Context: an optimization exercise on an open-source flow, tuned for small area, a short achievable clock period and few clock cycles per item. The choices shown serve that exercise and are no tape-out recipe.
Only simulation tests tie the RTL to the original design; equivalence was not proved.
No activity file was given, so power comes from the tool's default toggle rates.

==> flow/design.v, too long to show whole: its modules and the start of the top module <==
// module fma32: 815 lines
// module mul24c: 1687 lines
// module fa_cell: 4 lines
module fma32 (
    input  wire        clk,
    input  wire        rst,
    input  wire        in_valid,
    output wire        in_ready,
    input  wire [31:0] a,
    input  wire [31:0] b,
    input  wire [31:0] c,
    output reg         out_valid,
    output reg  [31:0] d
);
  // ...
==> flow/run.sh <==
#!/bin/bash
# synth_recipe.tcl (not shown) runs the flow's synth.tcl, then flattens the netlist and writes it again
# the make line also repeats each setting of config.mk as NAME=value (left out here)
make -C /OpenROAD-flow-scripts/flow DESIGN_CONFIG=/design/flow/config.mk WORK_HOME=/design/flow/orfs CLKGATE_MAP_FILE= SYNTH_SCRIPT=/design/flow/synth_recipe.tcl finish
==> flow/config.mk <==
export PLATFORM = sky130hd
export DESIGN_NAME = fma32
export DESIGN_NICKNAME = fma32
export VERILOG_FILES = /design/flow/design.v
export SDC_FILE = /design/flow/constraint.sdc
export NUM_CORES = 4
export LEC_CHECK = 0
export CAP_MARGIN = 20
export CORE_MARGIN = 2
export CORE_UTILIZATION = 55
export GPL_TIMING_DRIVEN = 0
export SLEW_MARGIN = 20
export SYNTH_HIERARCHICAL = 1
export SYNTH_MINIMUM_KEEP_SIZE = 0
==> flow/constraint.sdc <==
create_clock -name core_clock -period 28.0 [get_ports {clk}]
set_input_delay 5.6000 -clock core_clock [delete_from_list [all_inputs] [get_ports {clk}]]
set_output_delay 5.6000 -clock core_clock [all_outputs]
set_load 0.01 [all_outputs]
==> results.json, run 1 <==
{
  "outcome": "no timing/DRC/antenna violations",
  "placed_cells": 5656,
  "fin_tns_setup_ns": 0,
  "p_sw_uw": 3570,
  "powerDensity_mw_per_mm2": 154,
  "synth_area_per_cell_um2": 8.76,
  "wl_met3_um": 19500,
  "end_kind": "flop",
  "grt_start_max_net_pins": 14,
  "rsz0062_at_grt": "no",
  "cts_made_buffers": 40,
  "drv_slew": 0,
  "die_x_um": 274,
  "die-area_mm2": 0.0750,
  "ys_warn_count": 7,
  "die_h_um": 274,
  "drt-wirelength-per-cell_um": 27.6,
  "peakVddDrop_mv": 0.160,
  "ff2ff_setup_slack_ns": 18.82,
  "largestClassByArea": "multi-input combinational cells",
  "slew_headroom_pct": 16.0,
  "drcViolationCount": 0,
  "place_ws_ns": 19.24,
  "seqPwrFrac_pct": 12.3,
  "largestRegisters": "fcn1 (48), fsn1 (48), m2 (40)"
}
Testbench counts, summed over its fixed seeds: cycles 24,032, items 24,000.
==> inputs of run 2 (changes only) <==
--- a/flow/config.mk
+++ b/flow/config.mk
@@ -6,9 +6,8 @@
 export NUM_CORES = 4
 export LEC_CHECK = 0
-export CAP_MARGIN = 20
+export CAP_MARGIN = 60
 export CORE_MARGIN = 2
 export CORE_UTILIZATION = 55
-export GPL_TIMING_DRIVEN = 0
-export SLEW_MARGIN = 20
+export SLEW_MARGIN = 60
 export SYNTH_HIERARCHICAL = 1
 export SYNTH_MINIMUM_KEEP_SIZE = 0
==> run 2 against run 1 <==
Compared with the run above: core utilization decreased by 0.83 points; first-iteration DRC count decreased by 12%; clock-buffer cell count unchanged; clock power decreased by 0.9%; sequential share of layout area increased by 0.25 points; total power decreased by 6.0%; hold slack got worse by 0.0029 ns; combinational power decreased by 7.4%; maximum frequency increased by 3.1%; flip-flop and latch count unchanged; still clean on timing, DRC and antenna.
==> results.json, run 2 <==
{
  "outcome": "no timing/DRC/antenna violations",
  "first_pass_iters": 9,
  "post_cts_resized": 0,
  "hold_class": "flop to flop",
  "core_mm2": 0.0717,
  "clk_pin_slew_ns": 0.06,
  "maxCapViolations": 0,
  "required_ns": 28.51,
  "ff2ff_setup_slack_ns": 19.09,
  "fillCellCount": 6385,
  "gr-total-overflow": 0,
  "finalSetupViolations": 0,
  "cts_buffer_depth": 3,
  "fin_hold_ws_ns": 0.326,
  "critPathLaunch": "fsn1[1]",
  "gr-usage-all-layers_pct": 39.3,
  "synth_area_per_cell_um2": 8.76,
  "final_common_cell": "nand2_1",
  "clock_sinks": 335,
  "powerDensity_mw_per_mm2": 147,
  "drt_iter0_drc": 4385,
  "gp_congestion": 1.08,
  "fin_crit_sh_pct": 31.8,
  "design_area_mm2": 0.0434,
  "rr_startpoint": "fsn1[1]",
  "syn_to_final_growth_pct": 8.46,
  "path_max_fanout": 30,
  "clockRootBuffer": "clkbuf_16",
  "clock_skew_ns": 0.0410,
  "syn_area_mm2": 0.0400,
  "ant_nets": 0,
  "synth_cells": 4572,
  "largestRegisters": "fcn1 (48), fsn1 (48), m2 (40)",
  "p_leak_uw": 0.0166,
  "drt-total-wl_um": 148000,
  "final_cell_mix": "839 x nand2_1, 543 x fa_1, 328 x dfxtp_1",
  "slew_headroom_pct": 56.2,
  "cts_tree": "yes",
  "final_hold_viol_count": 0,
  "timing.final.ws_setup_ns": 19.09,
  "placementRows": 98,
  "ys_warn_count": 7,
  "die_x_um": 274,
  "fin_tns_setup_ns": 0,
  "antenna_found_initial": 6,
  "place_area_mm2": 0.0418,
  "io_pins": 133,
  "vias": 35900,
  "cp_common_cell": "inv_1",
  "drt-wirelength-per-cell_um": 26.9,
  "dp_hpwl_um": 112000,
  "drv_slew": 0,
  "cts.hold.buffers_added": 0,
  "grt_start_max_net_pins": 45,
  "die_h_um": 274,
  "end_kind": "flop",
  "place_ws_ns": 19.67,
  "htree_levels": 2,
  "drt-vias-per-instance": 6.54,
  "io_buffers": 131,
  "start_util_pct": 55.8,
  "drive_above_1_share_pct": 10.4,
  "min_period_ns": 8.91,
  "clkLatencyLatePin_ns": 0.60,
  "cp_data_arrival_time_ns": 9.43,
  "setup.worst_path.class": "flop to flop",
  "grt_pass1_wl_um": 222000,
  "first_global_vias": 35300,
  "min_from": "zs1",
  "timing.fmax_mhz": 112,
  "max_slew.worst_pin.slew_ns": 0.651,
  "die-area_mm2": 0.0750,
  "peakVddDrop_mv": 0.228,
  "cts_made_buffers": 40,
  "mappedNetlistNets": 5343,
  "cp-start-kind": "flop",
  "slowest_stage": "or4_4",
  "drcViolationCount": 0,
  "crit_path_max_incr_delay_ns": 0.80,
  "nets": 5279,
  "rsz0062_at_grt": "no",
  "post_cts_buffers": 0
}
run 2: per-layer routing:
layer  track usage (%)  up-vias  share of wire [%]
met4              18.5       10                5.6
met2              58.5     2330                 43
met3              10.3      481                 12
met1              53.6    17600                 40
li1                  -    15500                  -
met5                 0        -              0.044
run 2: path summary, 6_finish.rpt:
check | to | depth (start not counted)
hold reg to reg | zs2 | 0
hold / removal | zs2 | 0
setup reg to reg | em12[8] | 32
setup / recovery | em12[8] | 32
run 2: final cells by class:
type	instances	area [um2]	share of cell area (%)
Clock inverter	19	206	0.475
Tap cell	950	1190	2.74
Clock buffer	53	1180	2.73
Sequential cell	335	6730	15.5
Timing Repair Buffer	255	2290	5.27
Multi-Input combinational cell	3620	30900	71.1
Antenna cell	1	2.50	0.00576
Inverter	256	963	2.22
run 2: metrics by stage:
| step | utilization [%] | instances | power [uW] |
|---|---|---|---|
| 6_report | 60.6 | 5489 | 6390 |
| 5_1_grt | 60.5 | 5488 | 6750 |
| 4_1_cts | 60.2 | 5483 | 6180 |
| 3_5_place_dp | 58.3 | 5411 | 5610 |
| 3_3_place_gp | 57.3 | 5395 | 5530 |
| 2_1_floorplan | - | 4572 | 4230 |
run 2: power breakdown:
part,switching (uW),internal [uW],total [uW]
Combinational,3190,1820,5010
Sequential,137,700,837
Clock,227,319,546
Total,3560,2840,6390
run 2: worst max-delay path: cells and delay by family (launching register included):
kind / cells / cell delay (ns)
AND/OR/NAND/NOR: 10 / 3.42
adder cells (fa/ha/maj): 4 / 0.96
XOR/XNOR: 2 / 0.44
AO/OA/AOI/OAI: 9 / 2.11
flip-flops: 1 / 0.32
buffers and inverters: 7 / 1.52
==> inputs of run 3 (changes only) <==
==> flow/flow/run.sh (new file) <==
#!/bin/bash
set -euo pipefail
bash standard.sh SETUP_SLACK_MARGIN=21 finish > standard_flow.log 2>&1
==> flow/standard.sh (new file) <==
#!/bin/bash
# synth_recipe.tcl (not shown) runs the flow's synth.tcl, then flattens the netlist and writes it again
# the make line also repeats each setting of config.mk as NAME=value (left out here)
make -C /OpenROAD-flow-scripts/flow DESIGN_CONFIG=/design/flow/config.mk WORK_HOME=/design/flow/orfs CLKGATE_MAP_FILE= SYNTH_SCRIPT=/design/flow/synth_recipe.tcl "${@:-finish}"
--- a/flow/config.mk
+++ b/flow/config.mk
@@ -6,8 +6,8 @@
 export NUM_CORES = 4
 export LEC_CHECK = 0
-export CAP_MARGIN = 60
+export CAP_MARGIN = 20
 export CORE_MARGIN = 2
 export CORE_UTILIZATION = 55
-export SLEW_MARGIN = 60
+export SLEW_MARGIN = 20
 export SYNTH_HIERARCHICAL = 1
 export SYNTH_MINIMUM_KEEP_SIZE = 0
removed: flow/run.sh
==> run 3 against run 2 <==
Compared with the run above: still clean; core utilization rose by 1.6 points; cell count rose by 1.1%; clock power rose by 3.8%; via count rose by 2.3%; combinational power rose by 3%; flip-flop and latch count did not move; critical path type unchanged.
==> results.json, run 3 <==
{
  "largestRegisters": "fcn1 (48), fsn1 (48), m2 (40)",
  "drt_iter0_drc": 5108,
  "max_slew.worst_pin.slew_ns": 1.18,
  "clkLatencyLatePin_ns": 0.61,
  "fin_tns_setup_ns": 0,
  "die-area_mm2": 0.0750,
  "fin_cells": 5552,
  "clock_skew_ns": 0.0458,
  "start_util_pct": 55.8,
  "die_h_um": 274,
  "clock_sinks": 335,
  "slew_headroom_pct": 20.7,
  "cts_made_buffers": 40,
  "clockRootBuffer": "clkbuf_16",
  "fillCellCount": 6324,
  "gr-total-overflow": 0,
  "maxCapViolations": 0,
  "syn_to_final_growth_pct": 11.4,
  "powerDensity_mw_per_mm2": 148,
  "synth_cells": 4572,
  "end_kind": "flop",
  "ant_nets": 0,
  "cp_data_arrival_time_ns": 7.33,
  "mappedNetlistNets": 5343,
  "drt-wirelength-per-cell_um": 27.3,
  "place_area_mm2": 0.0411,
  "crit_path_max_incr_delay_ns": 0.60,
  "peakVddDrop_mv": 0.259,
  "outcome": "no timing/DRC/antenna violations",
  "finalSetupViolations": 0,
  "first_pass_iters": 6,
  "timing.final.ws_setup_ns": 21.13,
  "place_ws_ns": 19.31,
  "placed_cells": 5395,
  "slowest_stage": "or4_4",
  "rsz0062_at_grt": "yes",
  "fin_crit_sh_pct": 24.5,
  "cts_buffer_depth": 3,
  "setup.worst_path.class": "flop to flop",
  "power_uw": 6600,
  "cts_tree": "yes",
  "gp_congestion": 1.08,
  "core_mm2": 0.0717,
  "grt_pass1_wl_um": 225000,
  "p_leak_uw": 0.0171,
  "io_buffers": 131,
  "path_max_fanout": 31,
  "final_cell_mix": "838 x nand2_1, 537 x fa_1, 327 x dfxtp_1",
  "nets": 5343,
  "min_period_ns": 6.87,
  "placementRows": 98,
  "multi_input_area_mm2": 0.0314,
  "first_global_vias": 35800,
  "drive_above_1_share_pct": 12.9,
  "grt_start_max_net_pins": 45,
  "final_common_cell": "nand2_1",
  "vias": 36700,
  "hold_class": "flop to flop",
  "design_area_mm2": 0.0446,
  "final_hold_viol_count": 0,
  "die_x_um": 274,
  "htree_levels": 2,
  "timing.fmax_mhz": 146,
  "synth_area_per_cell_um2": 8.76,
  "antenna_found_initial": 7,
  "drcViolationCount": 0,
  "drt-vias-per-instance": 6.62,
  "regArea_mm2": 0.00672,
  "clk_pin_slew_ns": 0.06,
  "required_ns": 28.46,
  "gr-usage-all-layers_pct": 39.9,
  "drt-total-wl_um": 151000,
  "dp_hpwl_um": 112000,
  "ys_warn_count": 7,
  "cp-start-kind": "flop",
  "drv_slew": 0,
  "cts.hold.buffers_added": 0,
  "io_pins": 133,
  "syn_area_mm2": 0.0400
}
## run 3: worst paths after layout
path,startpoint,end,slack (ns),cells after the start
setup / recovery,fsn1[1],em12[8],21.13,33
hold / removal,inf1,inf2,0.32,0
setup reg to reg,fsn1[1],em12[8],21.13,33
hold reg to reg,inf1,inf2,0.32,0
## run 3: stage by stage
| step | utilization [%] | hold WS (ns) |
|---|---|---|
| floorplan | - | 0.310 |
| global placement | 57.3 | 0.311 |
| detailed placement | 57.3 | 0.312 |
| CTS | 60.7 | 0.326 |
| global route | 62.2 | 0.334 |
| finish | 62.2 | 0.325 |
## run 3: metal layers
metal	track usage, %	vias to the layer above	share of wire, %
li1	-	15700	-
met1	54.7	17900	39
met5	0	-	0.033
met3	9.85	570	12
met2	59.0	2615	43
met4	19.3	6	5.7
## run 3: area by class of cell
| type | count | area share [%] |
|---|---|---|
| diodes | 1 | 0.00561 |
| clock buffers | 54 | 2.59 |
| clock inverters | 17 | 0.637 |
| inverters | 256 | 2.20 |
| multi-input cells | 3624 | 70.4 |
| flip-flops and latches | 335 | 15.1 |
| well taps | 950 | 2.66 |
| repair buffers | 315 | 6.41 |
## run 3: report_power, final
group	total [uW]	switching (uW)	internal, uW
Sequential	852	153	699
Clock	567	228	339
Combinational	5180	3270	1910
Total	6600	3650	2950
## run 3: repair_timing
item | 4_1_cts | 5_1_grt
pin swaps | 25 | 51
setup endpoints to repair | 181 | 105
cloned | 5 | 5
buffers inserted | 30 | 45
gates resized for setup | 179 | 140
## run 3: critical path: cells and delay by family, from the launching register on
family          cells  cell delay, ns
buf+inv            10            1.35
compound gates     11            2.03
flops               1            0.31
xor+xnor            2            0.49
fa+ha+maj           4            0.84
simple gates        6            1.68

## static timing again, ports no longer ideal
No port has a modelled driver above. Below, the same layouts with a new extraction and two added sets of constraints. Step 1, drivers: a clkbuf_16 drives clk and a buf_2 each remaining input, both assumed. Step 2 times the ports against the registers' clock, not the clock port: input delays grow and output delays shrink by t, the midpoint of the rising clock arrivals with the driver on. Three values: no drivers, after step 1, after step 2; two values: the first two.
run	shift t [ns]	setup slack, ns	pins driven straight from the clock port
run 1	0.658	18.817 / 18.817 / 18.817	1
run 2	0.645	19.089 / 19.089 / 19.089	1
run 3	0.652	21.131 / 21.131 / 21.131	1
After both steps setup and hold are still met in every run listed.
